Background: an optimization exercise with open tools, aiming at small area, a short achievable clock period and few clock cycles. Do not read the settings as production practice. Function was checked by simulation only, so behaviour that the tests miss may differ from the original.

## flow/design.v (module list and top-level ports; edited modules follow where they fit)
// module blade_blend: 210 lines
// module blade_blend_lane: 785 lines
module blade_blend (
    input  wire        clk,
    input  wire        rst,
    input  wire        in_valid,
    output wire        in_ready,
    input  wire [1:0]  in_kind,
    input  wire        in_last,
    input  wire [19:0] in_red,
    input  wire [19:0] in_grn,
    input  wire [19:0] in_blu,
    input  wire [19:0] in_alp,
    input  wire [2:0]  in_op,
    input  wire [19:0] in_gal,
    output reg         out_valid,
    output wire [19:0] out_red,
    output wire [19:0] out_grn,
    output wire [19:0] out_blu,
    output wire [1:0]  out_cls
);
  // ...
==> flow/flow/run.sh <==
#!/bin/bash
# Standard layout, with repair_timing aiming below the clock period so that
# the achieved period (period less setup slack) comes out short.
set -euo pipefail
MARGIN=17
bash standard.sh SETUP_SLACK_MARGIN=$MARGIN finish > make_finish.log 2>&1
==> flow/standard.sh <==
#!/bin/bash
# synth_recipe.tcl (not shown) runs the flow's synth.tcl, then flattens the netlist and writes it again
# the make line also repeats each setting of config.mk as NAME=value (left out here)
make -C /OpenROAD-flow-scripts/flow DESIGN_CONFIG=/design/flow/config.mk WORK_HOME=/design/flow/orfs CLKGATE_MAP_FILE= SYNTH_SCRIPT=/design/flow/synth_recipe.tcl "${@:-finish}"
==> flow/config.mk <==
export PLATFORM = sky130hd
export DESIGN_NAME = blade_blend
export DESIGN_NICKNAME = blade_blend
export VERILOG_FILES = /design/flow/design.v
export SDC_FILE = /design/flow/constraint.sdc
export NUM_CORES = 4
export LEC_CHECK = 0
export ABC_AREA = 1
export CAP_MARGIN = 20
export CORE_MARGIN = 2
export CORE_UTILIZATION = 40
export PLACE_DENSITY = 0.6
export SLEW_MARGIN = 20
==> flow/constraint.sdc <==
create_clock -name core_clock -period 26.0 [get_ports {clk}]
set_input_delay 5.2000 -clock core_clock [delete_from_list [all_inputs] [get_ports {clk}]]
set_output_delay 5.2000 -clock core_clock [all_outputs]
set_load 0.01 [all_outputs]
==> results_dict.tcl, run 1 <==
set metrics [dict create \
    status "no timing/DRC/antenna violations" \
    gp_congestion 1.05 \
    critical_path.slowest_cell "o21ai_0" \
    final_cell_mix "1726 x inv_1, 1644 x nand2_1, 921 x xor2_1" \
    seqCellArea_um2 8350 \
    seq_cell_count 298 \
    yosys_warnings 9 \
    drv_slew 0 \
    drtIter0Drc 8985 \
    grt_max_degree 80 \
    synthMostInstantiatedCell "inv_1" \
    r2r_end "d_a[6]$_DFFE_PP_" \
    min-delay-start "s_last$_DFFE_PP_" \
    syn_nets 11714 \
    max_slew.worst_pin.slew_ns 1.29 \
    max_stage_delay_ns 0.93 \
    synth_edf_count 238 \
    place.detailed.hpwl_mm 271 \
    n_all_inverters 1827 \
    initial_core_util 0.401 \
    min_path_type "reg2reg" \
    wl_met3_mm 35.5 \
    dr.pass1.iters 8 \
    use_met1 0.435 \
    fillers 19344 \
    met2_usage 0.550 \
    drive_gt1_frac 0.0692 \
    critical_path_cell_count 32 \
    wl_per_cell_um 27.7 \
    relSlewSlack 0.135 \
    num_vias 76727 \
    period_minus_slack_ns 8.75 \
    crit_path_end "d_a[6]$_DFFE_PP_" \
    groute.usage.overall 0.356 \
    worst_ep_arrival_time_ns 9.25 \
    clock_skew_ns 0.0289 \
    cts_resized 106 \
]
Testbench counts, summed over its fixed seeds: cycles 47,741.
==> run 2: changes to the inputs <==
==> flow/run.sh (new file) <==
#!/bin/bash
# synth_recipe.tcl (not shown) runs the flow's synth.tcl, then flattens the netlist and writes it again
# the make line also repeats each setting of config.mk as NAME=value (left out here)
make -C /OpenROAD-flow-scripts/flow DESIGN_CONFIG=/design/flow/config.mk WORK_HOME=/design/flow/orfs CLKGATE_MAP_FILE= SYNTH_SCRIPT=/design/flow/synth_recipe.tcl finish
removed: flow/flow/run.sh
removed: flow/standard.sh
==> results_dict.tcl, run 2 <==
set metrics [dict create \
    status "no timing/DRC/antenna violations" \
    largest_register_ffs 66 \
    clk_transition_reported_paths_ns 0.06 \
    worst_ep_arrival_time_ns 11.45 \
    wl_per_cell_um 27.4 \
    synth-seq-area-share 0.110 \
    cp-startpoint "s_op[0]$_SDFFCE_PN0P_" \
    grt_first_pass_wirelength_mm 504 \
    layout_commonest_cell "inv_1" \
    final_cell_mix "1739 x inv_1, 1685 x nand2_1, 928 x xor2_1" \
    crit_fanout 38 \
    clock_latency_ns 0.64 \
    multiInputGateArea_um2 58700 \
    synth_edf_count 238 \
    grt_setup_unrepaired "no" \
    setup_violations 0 \
    yosysTopAreaCell "fa_1" \
    htree_levels 2 \
    area_growth_pct 7.07 \
    holdBufCountCts 0 \
    max_slew.worst_pin.slew_ns 1.18 \
    synth_compound_area_frac 0.187 \
    netlist_instances 10271 \
    hold_viol_final 0 \
    groute.usage.overall 0.350 \
    fillers 19474 \
    crit_top_cell "nand2_1" \
    synth_xor_area_frac 0.119 \
    synth_fa_ha_area_frac 0.299 \
    hold_slack_ns 0.502 \
    critPathCaptureType "flop" \
    drv_slew 0 \
    ios 173 \
    r2r-start "s_op[0]$_SDFFCE_PN0P_" \
    synthMostInstantiatedCell "inv_1" \
    num_vias 75966 \
    worstPathRequired_ns 26.39 \
    cts_made_buffers 42 \
    crit_path_end "s_c[1][11]$_DFFE_PP_" \
    seqCellArea_um2 8350 \
    drtIter0Drc 9160 \
    vias_per_cell 5.99 \
    synth_top_family_by_area "adder cells" \
    synth-simple-area-share 0.163 \
    min_path_type "reg2reg" \
    synth_commonest_cells "1741 x inv_1, 1688 x nand2_1, 928 x xor2_1" \
    cts_root_buf "clkbuf_16" \
    row_count 160 \
    drcViolationCount 0 \
    antenna_found_initial 24 \
    cts_buffer_depth 3 \
    crit_path_start_kind "flop" \
    grt_pass1_vias 74642 \
    die-width_um 440 \
    synth_area_um2 76100 \
    synth_ff_type "edfxtp_1" \
    relSlewSlack 0.208 \
    dr.pass1.iters 7 \
    async_flop_share 0 \
    gp_congestion 1.05 \
    die-area_um2 194000 \
    finalSetupTns_ns 0 \
    clock_skew_ns 0.0250 \
    cap_violations 0 \
    fmax_mhz 90.5 \
    synth.distinct_cells 74 \
    layout.nets 11563 \
    ant_nets 0 \
    wirelength_mm 347 \
    post-route-period-util 0.425 \
    ys_ff_latch 298 \
    cts_sinks 298 \
    synth.avg_cell_area_um2 7.41 \
    synth.mux.area_fraction 0.00105 \
    yosys_warnings 9 \
    cts_tree "yes" \
    place.port_buffers 172 \
    max_stage_delay_ns 0.85 \
    grt_overflow 0 \
    core_area_um2 190000 \
    die_y_um 440 \
    largest_register "b_c" \
    place.detailed.hpwl_mm 271 \
    r2r_cells 33 \
    rrSetupSlack_ns 14.95 \
    critical_path.slowest_cell "nor2_2" \
    period_minus_slack_ns 11.05 \
    grt_max_degree 93 \
    worstSetupPathType "reg2reg" \
    cts_resized 0 \
    reg_top3 "b_c: 66 flops, d_c: 60 flops, s_c: 60 flops" \
    initial_core_util 0.401 \
    r2r_end "s_c[1][11]$_DFFE_PP_" \
    syn_nets 11714 \
    cts_setup_buffers 0 \
    synth.area.top_cells "fa_1 21%, xor2_1 11%, edfxtp_1 9.4%" \
    drive_gt1_frac 0.0512 \
    yosysTopAreaCellShare 0.211 \
]
==> run 2: worst min-delay path by stage <==
stage / start / end / slack [ns] / depth (start not counted)
2_1_floorplan: s_last$_DFFE_PP_ / out_valid$_SDFF_PP0_ / 0.46 / 2
3_3_place_gp: s_last$_DFFE_PP_ / out_valid$_SDFF_PP0_ / 0.47 / 2
3_5_place_dp: s_last$_DFFE_PP_ / out_valid$_SDFF_PP0_ / 0.49 / 2
4_1_cts: s_last$_DFFE_PP_ / out_valid$_SDFF_PP0_ / 0.50 / 2
5_1_grt: s_last$_DFFE_PP_ / out_valid$_SDFF_PP0_ / 0.51 / 2
6_report: s_last$_DFFE_PP_ / out_valid$_SDFF_PP0_ / 0.50 / 2
==> run 2: worst max-delay path: cells and delay by family (launching register included) <==
family                     cells  cell delay [ns]
adders and majority gates      6             2.89
AOI/OAI and AO/OA              3             0.58
DFF                            1             0.48
buffers and inverters          3             1.05
and+or+nand+nor               19             5.34
xor gates and xnor gates       2             0.38
==> run 2: kinds of logic (layout without fill, tap and decap cells) <==
| logic type | count (synthesis) | in the layout |
|---|---|---|
| AO/OA/AOI/OAI | 2307 | 2307 |
| AND/OR/NAND/NOR | 2943 | 2943 |
| adder cells (fa/ha/maj) | 1334 | 1334 |
| other | 0 | 17 |
| buffers and inverters | 2350 | 2231 |
| XOR/XNOR | 1031 | 1031 |
| multiplexers | 8 | 8 |
| flip-flops | 298 | 298 |
==> run 2: through the flow <==
step	setup WS [ns]	area, um^2	utilization	std cells
2_1_floorplan	18.46	76100	-	10271
3_3_place_gp	15.52	80000	0.422	12586
3_5_place_dp	15.39	80000	0.422	12586
4_1_cts	15.34	81400	0.429	12662
5_1_grt	14.62	81400	0.430	12668
6_report	14.95	81500	0.430	12680
==> run 2: cell type report <==
class | count | share of cell area
clock inverters | 25 | 0.00373
well taps | 2511 | 0.0386
multi-input cells | 7623 | 0.721
flip-flops and latches | 298 | 0.102
repair buffers | 336 | 0.0365
inverters | 1819 | 0.0839
diodes | 17 | 0.000522
clock buffers | 51 | 0.0133
==> run 2: per-layer routing <==
layer | GRT usage | up-vias | wire length [um]
met5 | 0 | - | 171
met4 | 0.264 | 26 | 31800
li1 | - | 33439 | -
met3 | 0.0671 | 1264 | 32800
met2 | 0.544 | 4518 | 152000
met1 | 0.431 | 36719 | 130000

-- afterwards: timing with drivers on the ports --
The results above use ideal ports. As a check the final layouts listed here were re-extracted and re-timed, cells and wires unchanged. Step 1 sets driving cells, clkbuf_16 on the clock port and buf_2 on the other inputs (assumed; they add their load-dependent delay and slew). Step 2, shift: input delay + t, output delay - t, t = (earliest + latest rising clock arrival at the registers) / 2. This alone moves slack from input paths to output paths. a / b / c = ideal ports / drivers / drivers and shift; a / b = the first two.
| run | shift t [ns] | setup WS [ns] | worst slew at a driven data input, ns | cell pins on the clock port's net |
|---|---|---|---|---|
| run 1 | 0.724 | 17.250 / 17.250 / 16.595 | 0.37 | 1 |
| run 2 | 0.718 | 14.945 / 14.945 / 14.945 | 0.35 | 1 |
After both steps setup and hold are still met in every run listed. The setup slack of run 1, which loses most, moves by 0.000 ns with the drivers and by -0.655 ns with both steps.
